Background: an optimization exercise with open tools, aiming at small area and a short achievable clock period. Do not read the settings as production practice. RTL that was checked went through simulation tests only; none was proved equivalent to the original. Only the layout flow was run in run 1; the RTL was not checked for function there. Power figures rest on the tool's default switching activity, not on a simulated workload.

==> flow/design.v, too long to show whole: its modules and the start of the top module <==
// module sab: 641 lines
module sab (
    input  wire        clk,
    input  wire        rst,         
    input  wire        ce,          
    input  wire        load,        
    input  wire        sub,         
    input  wire [13:0] a,
    input  wire [13:0] d,
    input  wire [13:0] b,
    input  wire [4:0]  ea,
    input  wire [4:0]  eb,
    input  wire        cfg_asign,
    input  wire        cfg_bsign,
    input  wire        cfg_preadd,
    input  wire        cfg_scaled,
    input  wire [5:0]  cfg_accexp,
    input  wire        cfg_accsat,
    input  wire [1:0]  cfg_ofmt,
    input  wire [5:0]  cfg_oshift,
    input  wire [1:0]  cfg_rmode,
    input  wire        cfg_osat,
    input  wire        cfg_osign,
    output reg  [41:0] out,
    output reg  [4:0]  oexp,
    output reg         satf,
    output reg         accov
);
  // ...
==> flow/run.sh <==
#!/bin/bash
# synth_recipe.tcl (not shown) runs the flow's synth.tcl, then flattens the netlist and writes it again
# the make line also repeats each setting of config.mk as NAME=value (left out here)
make -C /OpenROAD-flow-scripts/flow DESIGN_CONFIG=/design/flow/config.mk WORK_HOME=/design/flow/orfs CLKGATE_MAP_FILE= SYNTH_SCRIPT=/design/flow/synth_recipe.tcl finish
==> flow/config.mk <==
export PLATFORM = sky130hd
export DESIGN_NAME = sab
export DESIGN_NICKNAME = sab
export VERILOG_FILES = /design/flow/design.v
export SDC_FILE = /design/flow/constraint.sdc
export NUM_CORES = 4
export LEC_CHECK = 0
export CAP_MARGIN = 20
export CORE_MARGIN = 2
export CORE_UTILIZATION = 40
export PLACE_DENSITY = 0.6
export SLEW_MARGIN = 20
==> flow/constraint.sdc <==
create_clock -name core_clock -period 16.0 [get_ports {clk}]
set_input_delay 3.2000 -clock core_clock [delete_from_list [all_inputs] [get_ports {clk}]]
set_output_delay 3.2000 -clock core_clock [all_outputs]
set_load 0.01 [all_outputs]
==> reports/qor.json, run 1 <==
{
  "drt": {
    "final_antenna_net_count": 0,
    "vias_per_cell": 5.86,
    "topRoutingLayerUsed": "met4"
  },
  "run_status": {
    "outcome": "complete, no violations"
  },
  "power_and_ir_drop": {
    "switching_power_as_a_share_of_total_power_pct": 43.9,
    "total_power_mw": 4.14,
    "power_drawn_by_the_clock_network_mw": 0.992,
    "total_switching_power_mw": 1.81
  },
  "setup_path": {
    "slowest_delay_ps": 700,
    "startpoint": "b_q[13]",
    "critical_path_depth": 24,
    "critical_path_class": "register to register",
    "timing.critical_path.arrival_ps": 8050
  },
  "logic_synthesis": {
    "ys_ff_latch": 307,
    "synth-seq-area-share_pct": 18.4,
    "share_of_the_synthesized_area_in_compound_gates_ao_oa_aoi_oai_pct": 18.8
  },
  "grt": {
    "globalRouteMet1Util_pct": 33.5,
    "groute.layer.met2.usage_pct": 41.3,
    "gr-total-overflow": 0
  },
  "floorplan": {
    "die_area_sq_mm": 0.0857,
    "num_rows": 105,
    "placeableCoreArea_sq_mm": 0.0824,
    "io_pins": 129
  },
  "finish": {
    "num_antenna_cells": 0,
    "largest_register_ffs": 43,
    "layoutNonFillerInstCount": 5161,
    "largest_register": "al_q",
    "inverters": 279
  },
  "cts": {
    "clk_pin_slew_ps": 60,
    "cts_resized": 0,
    "cts_htree_levels": 2,
    "postCtsHoldBufs": 0
  },
  "sta": {
    "final-hold-violation-count": 0
  },
  "min_path": {
    "launch_instance_of_the_worst_min_delay_path": "out[4]",
    "worst_hold_path.num_cells": 2
  }
}
==> run 2: changes to the inputs <==
--- a/flow/design.v
+++ b/flow/design.v
@@ -458,20 +458,20 @@
     wire m_c388 = (m_c334 & m_s335) | (m_c334 & ~(pre_q[15] & b_y[11])) | (m_s335 & ~(pre_q[15] & b_y[11]));
     wire m_s389 = m_c336 ^ m_s337 ^ ~(pre_q[15] & b_y[12]);
     wire m_c390 = (m_c336 & m_s337) | (m_c336 & ~(pre_q[15] & b_y[12])) | (m_s337 & ~(pre_q[15] & b_y[12]));
     wire m_s391 = m_c338 ^ ~(pre_q[14] & b_y[14]) ^ ~(pre_q[15] & b_y[13]);
     wire m_c392 = (m_c338 & ~(pre_q[14] & b_y[14])) | (m_c338 & ~(pre_q[15] & b_y[13])) | (~(pre_q[14] & b_y[14]) & ~(pre_q[15] & b_y[13]));
     wire [29:0] m_ra = {m_c392, m_c390, m_c388, m_c386, m_c384, m_c382, m_c380, m_c378, m_c376, m_c374, m_c372, m_c370, m_c368, m_c366, m_c364, m_c362, m_c360, m_c358, m_c356, m_c354, m_c352, m_c350, m_c348, m_c346, m_c344, m_c342, m_c340, m_s339, (pre_q[0] & b_y[1]), (pre_q[0] & b_y[0])};
     wire [29:0] m_rb = {(pre_q[15] & b_y[14]), m_s391, m_s389, m_s387, m_s385, m_s383, m_s381, m_s379, m_s377, m_s375, m_s373, m_s371, m_s369, m_s367, m_s365, m_s363, m_s361, m_s359, m_s357, m_s355, m_s353, m_s351, m_s349, m_s347, m_s345, m_s343, m_s341, (pre_q[2] & b_y[0]), (pre_q[1] & b_y[0]), 1'b0};
     wire [29:0] prod_w = m_ra + m_rb;
-    wire signed [7:0] k_w  = $signed({2'b00, ep_q}) - $signed({2'b00, c_accexp});
-    wire        [6:0] sa_w = (k_w > 8'sd43)  ? 7'd0 :
-                             (k_w < -8'sd31) ? 7'd74 :
-                             7'd43 - k_w[6:0];
+    wire [6:0] ax43 = {1'b0, c_accexp} + 7'd43;
+    wire [6:0] sa_w = ({1'b0, ep_q} > ax43)             ? 7'd0 :
+                      ({1'b0, ep_q} + 7'd31 < {1'b0, c_accexp}) ? 7'd74 :
+                      ax43 - {1'b0, ep_q};
     reg  [29:0] prod_q;
     reg  [6:0]  sa_q;
     reg         load1_q;
     always @(posedge clk) begin
         if (rst) begin
             prod_q <= 30'd0; sa_q <= 7'd0; load1_q <= 1'b0;
         end else if (ce) begin
             prod_q  <= prod_w;
==> reports/qor.json, run 2 <==
{
  "job": {
    "cap_viol_max_count": {"value": 0, "change": "unchanged"}
  },
  "placement": {
    "dp.final_hpwl": {"value": 88700, "unit": "microns", "change": "was 79600 microns"},
    "final_wtd_congestion": {"value": 1.00, "change": "was 0.971"},
    "io_buffers": {"value": 128, "change": "unchanged"},
    "placedCellCount": {"value": 5284, "change": "was 5088"}
  },
  "logic_synthesis": {
    "yosysUniqueCellTypes": {"value": 101, "change": "was 102"},
    "synth_area": {"value": 0.0343, "unit": "sq mm", "change": "was 0.0333 sq mm"},
    "postSynth.topFlopCell": {"value": "sky130_fd_sc_hd__dfxtp_1", "change": "unchanged"},
    "async_set_or_reset_flop_fraction_in_the_synthesized_netlist": {"value": 0, "unit": "%", "change": "unchanged"},
    "yosysTopAreaCellShare": {"value": 17.9, "unit": "%", "change": "was 18.4%"},
    "synth_commonest_cells": {"value": "sky130_fd_sc_hd__nand2_1, sky130_fd_sc_hd__nor2_1, sky130_fd_sc_hd__dfxtp_1, sky130_fd_sc_hd__inv_1, sky130_fd_sc_hd__and2_1", "change": "unchanged"},
    "syn_nets": {"value": 4709, "change": "was 4593"},
    "synthesis.instances": {"value": 4282, "change": "was 4170"},
    "synth_edf_count": {"value": 0, "change": "unchanged"},
    "synth-warning-count": {"value": 1, "change": "unchanged"},
    "most_area_hungry_cell_type_in_the_yosys_netlist": {"value": "sky130_fd_sc_hd__dfxtp_1", "change": "unchanged"},
    "synth-seq-area-share": {"value": 17.9, "unit": "%", "change": "was 18.4%"},
    "post-synth-top-count-cell": {"value": "sky130_fd_sc_hd__nand2_1", "change": "unchanged"},
    "synth_top_cells_by_area": {"value": "sky130_fd_sc_hd__dfxtp_1, sky130_fd_sc_hd__fa_1, sky130_fd_sc_hd__mux2i_1", "change": "unchanged"},
    "ys_ff_latch": {"value": 307, "change": "unchanged"},
    "syn_avg_cell_area": {"value": 8.02, "unit": "sq um", "change": "was 8.00 sq um"}
  },
  "cts": {
    "clock_insertion_delay_at_the_later_pin_of_the_skew_report": {"value": 580, "unit": "ps", "change": "was 600 ps"},
    "postCtsHoldBufs": {"value": 0, "change": "unchanged"},
    "postCtsSetupRepairBufs": {"value": 0, "change": "unchanged"},
    "clock_tree.buffer_depth": {"value": 3, "change": "unchanged"},
    "clk_root_buffer_cell": {"value": "sky130_fd_sc_hd__clkbuf_16", "change": "unchanged"},
    "cts_htree_levels": {"value": 2, "change": "unchanged"},
    "cts_tree": {"value": "done", "change": "unchanged"},
    "cts.sinks": {"value": 307, "change": "unchanged"},
    "clk_pin_slew": {"value": 60, "unit": "ps", "change": "about the same"},
    "cts-buffers-inserted": {"value": 39, "change": "unchanged"},
    "cts_resized": {"value": 0, "change": "unchanged"}
  },
  "setup_path": {
    "r2r-start": {"value": "c_sc", "change": "was b_q[13]"},
    "ff2ff_path_depth": {"value": 17, "change": "was 24"},
    "critical_path_depth": {"value": 17, "change": "was 24"},
    "timing.critical_path.arrival": {"value": 7510, "unit": "ps", "change": "was 8050 ps"},
    "critPathRequiredTime": {"value": 16440, "unit": "ps", "change": "about the same"},
    "crit_path_cell_trace": {"value": "buf_4, mux2i_2, buf_4, and2_1, fa_1, a211oi_1, o21ai_0, a221oi_1, a21oi_1, o21ai_0, a21oi_1, a2111oi_0, nand2b_1, o21ai_0, a41oi_1, nor2_4, a221o_1", "change": "was and2_0, nand2_1, fa_1, inv_1, fa_1, inv_1, fa_1, fa_1, fa_1, fa_1, ha_1, and3_1, a221o_1, a21oi_1, o21bai_1, a41o_1, nor4_1, o31ai_1, o21a_1, o21ai_0, nand2b_1, a31oi_1, xor2_1, o21ai_0"},
    "path_delay_family": {"value": "compound AO/OA/AOI/OAI gates", "change": "was adder cells"},
    "reg2reg_slack": {"value": 8930, "unit": "ps", "change": "was 8380 ps"},
    "slowest_delay": {"value": 840, "unit": "ps", "change": "was 700 ps"},
    "endpoint_of_the_worst_setup_timing_path": {"value": "acc[19]", "change": "was prod_q[28]"},
    "startpoint": {"value": "c_sc", "change": "was b_q[13]"},
    "critical_path_class": {"value": "register to register", "change": "unchanged"},
    "path_buf_inv": {"value": 2, "change": "unchanged"},
    "critPathSlowestCell": {"value": "sky130_fd_sc_hd__a41oi_1", "change": "was sky130_fd_sc_hd__and2_0"},
    "critical_path_peak_fanout": {"value": 44, "change": "was 20"},
    "critical_path.startpoint_type": {"value": "register", "change": "unchanged"},
    "endpoint_kind": {"value": "register", "change": "unchanged"},
    "reg2reg_to": {"value": "acc[19]", "change": "was prod_q[28]"},
    "timing.critical_path.mode_cell": {"value": "sky130_fd_sc_hd__o21ai_0", "change": "was sky130_fd_sc_hd__fa_1"}
  },
  "grt": {
    "grt_max_degree": {"value": 89, "change": "was 110"},
    "groute.layer.met3.usage": {"value": 3.67, "unit": "%", "change": "was 3.07%"},
    "first_pass_grt_wire_length": {"value": 185000, "unit": "microns", "change": "was 172000 microns"},
    "globalRouteMet1Util": {"value": 36.0, "unit": "%", "change": "was 33.5%"},
    "grt_pass1_vias": {"value": 30703, "change": "was 29063"},
    "antenna_found_initial": {"value": 2, "change": "was 1"},
    "groute.layer.met2.usage": {"value": 42.7, "unit": "%", "change": "was 41.3%"},
    "all_layer_gr_usage": {"value": 26.4, "unit": "%", "change": "was 25.1%"},
    "grt.busiest_layer": {"value": "met2", "change": "unchanged"},
    "gr-total-overflow": {"value": 0, "change": "unchanged"}
  },
  "run_status": {
    "outcome": {"value": "complete, no violations", "change": "unchanged"}
  },
  "floorplan": {
    "placeableCoreArea": {"value": 0.0851, "unit": "sq mm", "change": "was 0.0824 sq mm"},
    "io_pins": {"value": 129, "change": "unchanged"},
    "die_w": {"value": 297, "unit": "microns", "change": "was 293 microns"},
    "initial_utilization": {"value": 40.3, "unit": "%", "change": "was 40.5%"},
    "die_area": {"value": 0.0882, "unit": "sq mm", "change": "was 0.0857 sq mm"},
    "fp.dieH": {"value": 297, "unit": "microns", "change": "was 293 microns"},
    "num_rows": {"value": 107, "change": "was 105"}
  },
  "drt": {
    "detailedRoute.firstPassIterationCount": {"value": 6, "change": "was 8"},
    "detailedRoute.firstIterationViolations": {"value": 3090, "change": "was 2816"},
    "drt_drc_violations_left": {"value": 0, "change": "unchanged"},
    "via_count": {"value": 32157, "change": "was 30229"},
    "wl_per_cell": {"value": 22.4, "unit": "microns", "change": "was 21.2 microns"},
    "vias_per_cell": {"value": 6.01, "change": "was 5.86"},
    "drt-total-wl": {"value": 120000, "unit": "microns", "change": "was 109000 microns"},
    "final_antenna_net_count": {"value": 0, "change": "unchanged"}
  },
  "finish": {
    "synthToLayoutAreaGrowth": {"value": 8.96, "unit": "%", "change": "was 8.79%"},
    "layoutNonFillerInstCount": {"value": 5355, "change": "was 5161"},
    "area_taken_by_multi_input_logic_gates": {"value": 0.0258, "unit": "sq mm", "change": "was 0.0247 sq mm"},
    "final_net_count": {"value": 4608, "change": "was 4483"},
    "largest_register_ffs": {"value": 43, "change": "unchanged"},
    "most_common_cell_after_layout_fill_and_taps_aside": {"value": "sky130_fd_sc_hd__nand2_1", "change": "unchanged"},
    "fin_util": {"value": 43.9, "unit": "%", "change": "was 44.0%"},
    "layout.area.seq": {"value": 0.00617, "unit": "sq mm", "change": "was 0.00616 sq mm"},
    "largest_register": {"value": "al_q", "change": "unchanged"},
    "layout-drive-gt1-share": {"value": 8.00, "unit": "%", "change": "was 7.75%"},
    "layout_common_cells": {"value": "sky130_fd_sc_hd__nand2_1, sky130_fd_sc_hd__nor2_1, sky130_fd_sc_hd__dfxtp_1", "change": "unchanged"},
    "nFillCells": {"value": 8585, "change": "was 8290"},
    "num_antenna_cells": {"value": 0, "change": "unchanged"}
  },
  "sta": {
    "tightestPinTransition": {"value": 1090, "unit": "ps", "change": "was 1030 ps"},
    "report.final.setup_viol": {"value": 0, "change": "unchanged"},
    "slew_viol_final": {"value": 0, "change": "unchanged"},
    "post-route-min-period": {"value": 7070, "unit": "ps", "change": "was 7620 ps"},
    "final.setup_skew": {"value": 25.0, "unit": "ps", "change": "was 26.4 ps"},
    "post-route-period-util": {"value": 44.2, "unit": "%", "change": "was 47.6%"},
    "rsz0062_at_grt": {"value": "no", "change": "unchanged"},
    "final-hold-violation-count": {"value": 0, "change": "unchanged"},
    "timing.fmax": {"value": 141, "unit": "MHz", "change": "was 131 MHz"},
    "finalHoldWorstSlack": {"value": 443, "unit": "ps", "change": "was 448 ps"},
    "timing.max_slew.rel_slack": {"value": 27.3, "unit": "%", "change": "was 30.9%"},
    "totalNegativeSetupSlack": {"value": 0, "unit": "ps", "change": "unchanged"}
  },
  "min_path": {
    "worstHoldPathType": {"value": "register to register", "change": "unchanged"}
  },
  "power_and_ir_drop": {
    "p_per_area": {"value": 119, "unit": "mW/mm^2", "change": "was 114 mW/mm^2"},
    "p_leak": {"value": 15.5, "unit": "nW", "change": "was 15.2 nW"},
    "ir_worst_vdd": {"value": 79.2, "unit": "uV", "change": "was 79.4 uV"}
  }
}
-- run 2: worst min path at each step --
stage,start,slack (ps),endpoint,cells after the start
2_1_floorplan,fxalt_q,440,fxalt_q,2
3_3_place_gp,out[11],430,out[11],2
3_5_place_dp,out[4],440,out[4],2
4_1_cts,out[4],450,out[4],2
5_1_grt,out[5],470,out[5],2
6_report,out[4],440,out[4],2
-- run 2: per-layer routing --
layer,routed length [microns],vias to the layer above
li1,-,14951
met1,51700,15627
met2,54700,1342
met3,9110,237
met4,4700,0
met5,0,-
-- run 2: report_power, final --
group	internal, mW	switching [mW]	leakage, nW
clock network	0.545	0.372	0.638
registers	0.874	0.274	2.53
logic	1.00	1.39	12.4
-- run 2: cell type report --
type,count,share of cell area (%)
multi-input cells,3370,68.8
flip-flops and latches,307,16.5
repair buffers,178,4.44
well taps,1144,3.83
clock buffers,57,3.14
inverters,285,2.86
clock inverters,14,0.391
-- run 2: stage by stage --
stage / area, sq um / setup slack (ps) / total power, mW
global route: 37400 / 8430 / 4.77
global placement: 36100 / 8600 / 3.50
CTS: 37400 / 9050 / 4.45
detailed placement: 36100 / 8470 / 3.51
finish: 37400 / 8930 / 4.46
floorplan: 34300 / 9270 / 2.84
-- run 2: worst reg2reg max path, cell delays in order (launching register included) --
cell	delay (ps)
sky130_fd_sc_hd__dfxtp_2	680
sky130_fd_sc_hd__buf_4	570
sky130_fd_sc_hd__mux2i_2	150
sky130_fd_sc_hd__buf_4	270
sky130_fd_sc_hd__and2_1	250
sky130_fd_sc_hd__fa_1	470
sky130_fd_sc_hd__a211oi_1	330
sky130_fd_sc_hd__o21ai_0	210
sky130_fd_sc_hd__a221oi_1	530
sky130_fd_sc_hd__a21oi_1	260
sky130_fd_sc_hd__o21ai_0	440
sky130_fd_sc_hd__a21oi_1	170
sky130_fd_sc_hd__a2111oi_0	600
sky130_fd_sc_hd__nand2b_1	250
sky130_fd_sc_hd__o21ai_0	200
sky130_fd_sc_hd__a41oi_1	840
sky130_fd_sc_hd__nor2_4	360
sky130_fd_sc_hd__a221o_1	370
-- run 2: kinds of logic (layout without fill, tap and decap cells) --
kind of cell	Yosys count	count (layout)	synth area share, %
AND/OR/NAND/NOR	1453	1453	20.7
flip-flops	307	307	17.9
adder cells (fa/ha/maj)	355	355	17.0
buffers and inverters	605	534	7.14
AO/OA/AOI/OAI	1056	1056	20.7
multiplexers	349	349	12.6
XOR/XNOR	157	157	4.00

==> what the ideal ports hide <==
How much do the figures lean on ideal ports? The routed layouts below were timed once more, with nothing changed but the port constraints.
Step 1 (the two cells are an assumption about what drives the block):
set clk [get_ports {clk}]
set_driving_cell -lib_cell sky130_fd_sc_hd__clkbuf_16 $clk
set_driving_cell -lib_cell sky130_fd_sc_hd__buf_2 [delete_from_list [all_inputs] $clk]
Step 2, shift: input delay + t, output delay - t, t = (earliest + latest rising clock arrival at the registers) / 2. This alone moves slack from input paths to output paths.
Three values: ideal ports, drivers, drivers and shift; two values: the first two.
| run | shift t [ns] | setup slack, ns | hold WS [ns] | worst setup path at the end |
|---|---|---|---|---|
| run 1 | 0.651 | 8.381 / 8.381 / 8.381 | 0.448 / 0.448 / 0.448 | register to register |
| run 2 | 0.639 | 8.929 / 8.929 / 8.378 | 0.443 / 0.443 / 0.443 | input to register |
After both steps every run listed still meets setup and hold. For run 2, which loses most, drivers alone change the setup slack by 0.000 ns; drivers and shift together by -0.551 ns.
